This design comes from an exercise in tuning for small area, a short achievable clock period and few clock cycles per item on the open sky130 flow, not from production work. In this exercise RTL edits were held to simulation tests only and were not proved equivalent to the original.

==> flow/design.v <==
module flow_hash (
    input  wire         clk,
    input  wire         rst,
    input  wire         req_valid,
    output wire         req_ready,
    input  wire [319:0] req_key,
    input  wire [5:0]   req_len,
    input  wire [127:0] req_seed,
    input  wire [23:0]  req_nbuckets,
    output wire         resp_valid,
    input  wire         resp_ready,
    output wire [63:0]  resp_hash,
    output wire [23:0]  resp_bucket1,
    output wire [23:0]  resp_bucket2
);
    function [63:0] rotl(input [63:0] x, input integer b);
        rotl = (x << b) | (x >> (64 - b));
    endfunction
    function [63:0] add64(input [63:0] a, input [63:0] b);
        reg [63:0] g, p, gn, pn;
        integer i, l;
        begin
            g = a & b;
            p = a ^ b;
            for (l = 0; l < 6; l = l + 1) begin
                gn = g;
                pn = p;
                for (i = 0; i < 64; i = i + 1)
                    if ((i >> l) & 1) begin
                        gn[i] = g[i] | (p[i] & g[((i >> l) << l) - 1]);
                        pn[i] = p[i] & p[((i >> l) << l) - 1];
                    end
                g = gn;
                p = pn;
            end
            add64 = a ^ b ^ {g[62:0], 1'b0};
        end
    endfunction
    wire [2:0] last_blk = req_len[5:3];
    function [63:0] msg_word(input [2:0] j, input [319:0] k, input [5:0] l);
        integer b;
        reg [63:0] w;
        begin
            case (j)
                3'd0: w = k[63:0];
                3'd1: w = k[127:64];
                3'd2: w = k[191:128];
                3'd3: w = k[255:192];
                3'd4: w = k[319:256];
                default: w = 64'd0;
            endcase
            if (j == l[5:3]) begin
                for (b = 0; b < 7; b = b + 1)
                    if (b >= l[2:0]) w[8*b +: 8] = 8'd0;
                w[63:56] = {2'b00, l};
            end
            msg_word = w;
        end
    endfunction
    reg         busy;        
    reg  [2:0]  blk;         
    reg         second;      
    reg         fin;         
    reg  [1:0]  fcnt;        
    reg  [63:0] v0, v1, v2, v3;
    reg  [63:0] m_cur;
    wire [63:0] m_next = msg_word((busy && !fin) ? blk + {2'b00, second} : 3'd0, req_key, req_len);
    always @(posedge clk)
        m_cur <= m_next;
    wire [63:0] a0 = add64(v0, v1);
    wire [63:0] b1 = rotl(v1, 13) ^ a0;
    wire [63:0] a2 = add64(v2, v3);
    wire [63:0] b3 = rotl(v3, 16) ^ a2;
    wire [63:0] c0 = add64(rotl(a0, 32), b3);       
    wire [63:0] c3 = rotl(b3, 21) ^ c0;             
    wire [63:0] c2 = add64(a2, b1);
    wire [63:0] c1 = rotl(b1, 17) ^ c2;             
    wire [63:0] n2 = rotl(c2, 32);                  
    wire [63:0] hash = c2 ^ n2 ^ rotl(b1, 17) ^ rotl(b3, 21);
    wire blk_end  = busy && !fin && second;
    wire last_end = blk_end && (blk == last_blk);
    wire take_rnd = busy && fin && (fcnt == 2'd2);    
    wire last_rnd = busy && fin && (fcnt == 2'd3);    
    wire load     = !busy || last_rnd;                
    reg  [63:0] hash_r;
    reg  [23:0] nb;
    reg  [23:0] rem_lo, rem_hi;
    reg  [4:0]  dcnt;        
    reg         rvalid;
    reg         pend;        
    reg         pend2;       
    wire slot_free = (dcnt == 5'd0) && !pend && !pend2 && (!rvalid || resp_ready);
    assign req_ready = take_rnd && slot_free;
    wire take = req_ready && req_valid;
    wire        sk22 = |nb[23:22];
    wire        sk18 = |nb[23:18];
    wire        sk12 = |nb[23:12];
    wire        sk6  = |nb[23:6];
    reg  [23:0] below;
    integer q;
    always @(*) begin
        below[23] = 1'b0;
        for (q = 22; q >= 0; q = q - 1)
            below[q] = below[q+1] | nb[q+1];
    end
    wire        pow2  = ~|(nb & below);
    wire [4:0]  steps = pow2 ? 5'd0 : sk22 ? 5'd5 : sk18 ? 5'd7 : sk12 ? 5'd10 : sk6 ? 5'd13 : 5'd16;
    function [23:0] rem_init(input [31:0] x, input p2, input [23:0] msk,
                             input s22, input s18, input s12, input s6);
        rem_init = p2  ? x[23:0] & msk :
                   s22 ? {2'b0, x[31:10]} : s18 ? {6'b0, x[31:14]} :
                   s12 ? {12'b0, x[31:20]} : s6 ? {18'b0, x[31:26]} : 24'd0;
    endfunction
    function [1:0] dig_init(input [31:0] x, input s22, input s18, input s12, input s6);
        dig_init = s22 ? x[9:8] : s18 ? x[13:12] : s12 ? x[19:18] : s6 ? x[25:24] : x[31:30];
    endfunction
    wire [4:0] to_take = {1'b0, last_blk, 1'b0} + 5'd5;
    wire [4:0] dwait   = last_rnd ? steps + 5'd2 : pend2 ? steps + 5'd1 : dcnt;
    wire       start   = load && req_valid && (dwait <= to_take);
    always @(posedge clk) begin
        if (rst) begin
            busy <= 1'b0;
        end else if (load) begin
            busy   <= start;
            blk    <= 3'd0;
            second <= 1'b0;
            fin    <= 1'b0;
            fcnt   <= 2'd0;
        end else begin
            second <= ~second;
            if (fin)
                fcnt <= fcnt + 2'd1;
            if (blk_end) begin
                blk <= blk + 3'd1;
                if (last_end)
                    fin <= 1'b1;
            end
            if (take_rnd && !slot_free)
                busy <= 1'b0;
        end
    end
    always @(posedge clk) begin
        if (load) begin
            v0 <= req_seed[63:0]   ^ 64'h736F6D6570736575;
            v1 <= req_seed[127:64] ^ 64'h646F72616E646F6D;
            v2 <= req_seed[63:0]   ^ 64'h6C7967656E657261;
            v3 <= req_seed[127:64] ^ 64'h7465646279746573 ^ m_next;
        end else begin
            v0 <= c0 ^ (blk_end ? m_cur : 64'd0);
            v1 <= c1;
            v2 <= n2 ^ (last_end ? 64'hFF : 64'd0);
            v3 <= c3 ^ ((blk_end && !last_end) ? m_next : 64'd0);
        end
    end
    function [25:0] sub25(input [24:0] t, input [24:0] nn);
        reg [24:0] g, p, gn, pn;
        integer i, l;
        begin
            g = t & nn;
            p = t ^ nn;
            g[0] = t[0] | nn[0];
            for (l = 0; l < 5; l = l + 1) begin
                gn = g;
                pn = p;
                for (i = 0; i < 25; i = i + 1)
                    if ((i >> l) & 1) begin
                        gn[i] = g[i] | (p[i] & g[((i >> l) << l) - 1]);
                        pn[i] = p[i] & p[((i >> l) << l) - 1];
                    end
                g = gn;
                p = pn;
            end
            sub25 = {g[24], t ^ nn ^ {g[23:0], 1'b1}};
        end
    endfunction
    function [23:0] div_step(input [23:0] r, input [1:0] d, input [23:0] n);
        reg [24:0] t;
        reg [25:0] s;
        integer k;
        begin
            for (k = 1; k >= 0; k = k - 1) begin
                t = {r, d[k]};
                s = sub25(t, {1'b1, ~n});
                r = s[25] ? s[23:0] : t[23:0];
            end
            div_step = r;
        end
    endfunction
    reg  [1:0] dig_lo, dig_hi;
    reg  [1:0] ndig_lo, ndig_hi;
    integer j;
    always @(*) begin
        ndig_lo = 2'd0;
        ndig_hi = 2'd0;
        for (j = 2; j <= 16; j = j + 1)
            if (dcnt == j[4:0]) begin
                ndig_lo = hash_r[2*j-3 -: 2];
                ndig_hi = hash_r[32+2*j-3 -: 2];
            end
    end
    always @(posedge clk) begin
        if (take)
            nb <= req_nbuckets;
        if (pend)
            hash_r <= hash;
        if (pend2) begin
            rem_lo <= rem_init(hash_r[31:0],  pow2, below, sk22, sk18, sk12, sk6);
            rem_hi <= rem_init(hash_r[63:32], pow2, below, sk22, sk18, sk12, sk6);
            dig_lo <= dig_init(hash_r[31:0],  sk22, sk18, sk12, sk6);
            dig_hi <= dig_init(hash_r[63:32], sk22, sk18, sk12, sk6);
        end else if (dcnt != 5'd0) begin
            rem_lo <= div_step(rem_lo, dig_lo, nb);
            rem_hi <= div_step(rem_hi, dig_hi, nb);
            dig_lo <= ndig_lo;
            dig_hi <= ndig_hi;
        end
    end
    always @(posedge clk) begin
        if (rst) begin
            pend   <= 1'b0;
            pend2  <= 1'b0;
            dcnt   <= 5'd0;
            rvalid <= 1'b0;
        end else begin
            pend  <= take;
            pend2 <= pend;
            if (pend2) begin
                dcnt   <= steps;
                rvalid <= pow2;
            end else if (dcnt != 5'd0) begin
                dcnt <= dcnt - 5'd1;
                if (dcnt == 5'd1)
                    rvalid <= 1'b1;
            end else if (rvalid && resp_ready) begin
                rvalid <= 1'b0;
            end
        end
    end
    assign resp_valid   = rvalid;
    assign resp_hash    = hash_r;
    assign resp_bucket1 = rem_lo;
    assign resp_bucket2 = (rem_hi == rem_lo) ? (rem_lo ^ 24'd1) : rem_hi;
endmodule
clock: 12.0 ns
lec_check: 0
abc_area: 1
cap_margin: 20
core_margin: 2
core_utilization: 47
cts_cluster_diameter: 70
cts_cluster_size: 25
slew_margin: 20
standard.sh (not shown) runs the stock make flow with config.mk's settings and CLKGATE_MAP_FILE= SYNTH_SCRIPT=/design/flow/synth_recipe.tcl, a recipe that flattens the netlist after the stock synthesis.
==> flow/flow/run.sh <==
#!/bin/bash
# The standard layout, with every port buffered by a plain buf_1 instead of
# the delay buffer that buffer_ports picks by default, and timing repair
# aiming for 6.6 ns of setup slack. Each ORFS step keeps its own log under
# orfs/logs; make's own output goes to standard.log.
set -euo pipefail
export BUFFER_PORTS_ARGS="-buffer_cell sky130_fd_sc_hd__buf_1"
bash standard.sh SETUP_SLACK_MARGIN=6.6 finish > standard.log 2>&1
The first run passed the timing, design-rule and antenna checks.
Testbench counts at the start, summed over its fixed seeds: cycles 36,880, items 3,200.
Next try:
==> flow/flow/run.sh (replaced) <==
#!/bin/bash
# The standard layout, with every port buffered by a plain buf_1 instead of
# the delay buffer that buffer_ports picks by default, clock tree synthesis
# without dummy loads, and timing repair aiming for 6.3 ns of setup slack.
# Each ORFS step keeps its own log under orfs/logs; make's own output goes to
# standard.log.
set -euo pipefail
export BUFFER_PORTS_ARGS="-buffer_cell sky130_fd_sc_hd__buf_1"
export CTS_ARGS="-sink_clustering_enable -repair_clock_nets -sink_clustering_size 30 -sink_clustering_max_diameter 60 -dont_use_dummy_load"
bash standard.sh SETUP_SLACK_MARGIN=6.3 finish > standard.log 2>&1
- CTS_CLUSTER_DIAMETER: 70 -> not set
- CTS_CLUSTER_SIZE: 25 -> not set
What happened: Worst hold slack is worse by 4.1 ps. Maximum frequency drops by 5.4%. Synthesized cell count is unchanged. Utilization drops by 3.9 points. Global-route usage drops by 0.84 points. Routed wire length drops by 3.0%. Cell count drops by 1.5%. Area after synthesis is unchanged. Setup slack is worse by 310 ps.
Next try:
==> flow/flow/run.sh (replaced) <==
#!/bin/bash
# The standard layout, with every port buffered by a plain buf_1 instead of
# the delay buffer that buffer_ports picks by default, and timing repair
# aiming for 6.3 ns of setup slack. Each ORFS step keeps its own log under
# orfs/logs; make's own output goes to standard.log.
set -euo pipefail
export BUFFER_PORTS_ARGS="-buffer_cell sky130_fd_sc_hd__buf_1"
bash standard.sh SETUP_SLACK_MARGIN=6.3 finish > standard.log 2>&1
- CTS_CLUSTER_DIAMETER: not set -> 70
- CTS_CLUSTER_SIZE: not set -> 25
=> Cell area rose by 1.1%; critical path depth rose by 1; clock-buffer cell count fell by 9; worst hold slack gains 8.2 ps; utilization rose by 0.62 points; wire length rose by 0.71%; worst setup slack gains 52 ps; die area does not change; synthesized cell count stays the same; via count rose by 0.55%.
Next try:
- PLACE_DENSITY: not set -> 0.72
- first-iteration DRC count increases by 9.2%
- maximum frequency decreases by 0.83%
- wire length increases by 2.7%
Next try:
- CORE_UTILIZATION: 47 -> 50
- PLACE_DENSITY: 0.72 -> not set
Die area drops by about 6%.
Clock-buffer cell count falls by 1.
Synthesized area does not change.
Worst setup slack improves by 23 ps.
Routed wire length drops by about 4%.
Global-route usage rises by 2.0 points.
Hold slack loses 12 ps.
Next try:
==> flow/flow/run.sh (replaced) <==
#!/bin/bash
# The standard layout, with every port buffered by a plain buf_1 instead of
# the delay buffer that buffer_ports picks by default, clock tree synthesis
# without dummy loads, and timing repair aiming for 6.4 ns of setup slack.
# Each ORFS step keeps its own log under orfs/logs; make's own output goes to
# standard.log.
set -euo pipefail
export BUFFER_PORTS_ARGS="-buffer_cell sky130_fd_sc_hd__buf_1"
export CTS_ARGS="-sink_clustering_enable -repair_clock_nets -sink_clustering_size 25 -sink_clustering_max_diameter 70 -dont_use_dummy_load"
bash standard.sh SETUP_SLACK_MARGIN=6.4 finish > standard.log 2>&1
- CTS_CLUSTER_DIAMETER: 70 -> not set
- CTS_CLUSTER_SIZE: 25 -> not set
Result: The new run completed with no timing, DRC or antenna violations; via count grows slightly; area after synthesis is unchanged; fmax grows slightly; synthesized cell count does not change; global-route usage grows by 0.52 points.

==> what the ideal ports hide <==
The flow's constraints put no driver on any port. The routed layouts listed below were extracted and timed again, unchanged, in two steps.
Step 1 (the two cells are an assumption about what drives the block):
set clk [get_ports {clk}]
set_driving_cell -lib_cell sky130_fd_sc_hd__clkbuf_16 $clk
set_driving_cell -lib_cell sky130_fd_sc_hd__buf_2 [delete_from_list [all_inputs] $clk]
Step 2 times the ports against the registers' clock, not the clock port: input delays grow and output delays shrink by t, the midpoint of the rising clock arrivals with the driver on.
Three values: no drivers, after step 1, after step 2; two values: the first two.
run	shift t [ns]	setup slack, ns	worst register clock-pin slew, ns
the first run	0.776	6.506 / 6.506 / 5.825	0.09 / 0.09
the second run	0.713	6.193 / 6.193 / 5.804	0.07 / 0.07
the third run	0.769	6.246 / 6.246 / 5.853	0.09 / 0.09
the fourth run	0.747	6.198 / 6.198 / 6.136	0.09 / 0.09
the fifth run	0.755	6.220 / 6.220 / 5.966	0.09 / 0.09
the sixth run	0.738	6.325 / 6.325 / 6.257	0.09 / 0.09
After both steps every run listed still meets setup and hold. The setup slack of the first run, which loses most, moves by 0.000 ns with the drivers and by -0.681 ns with both steps.
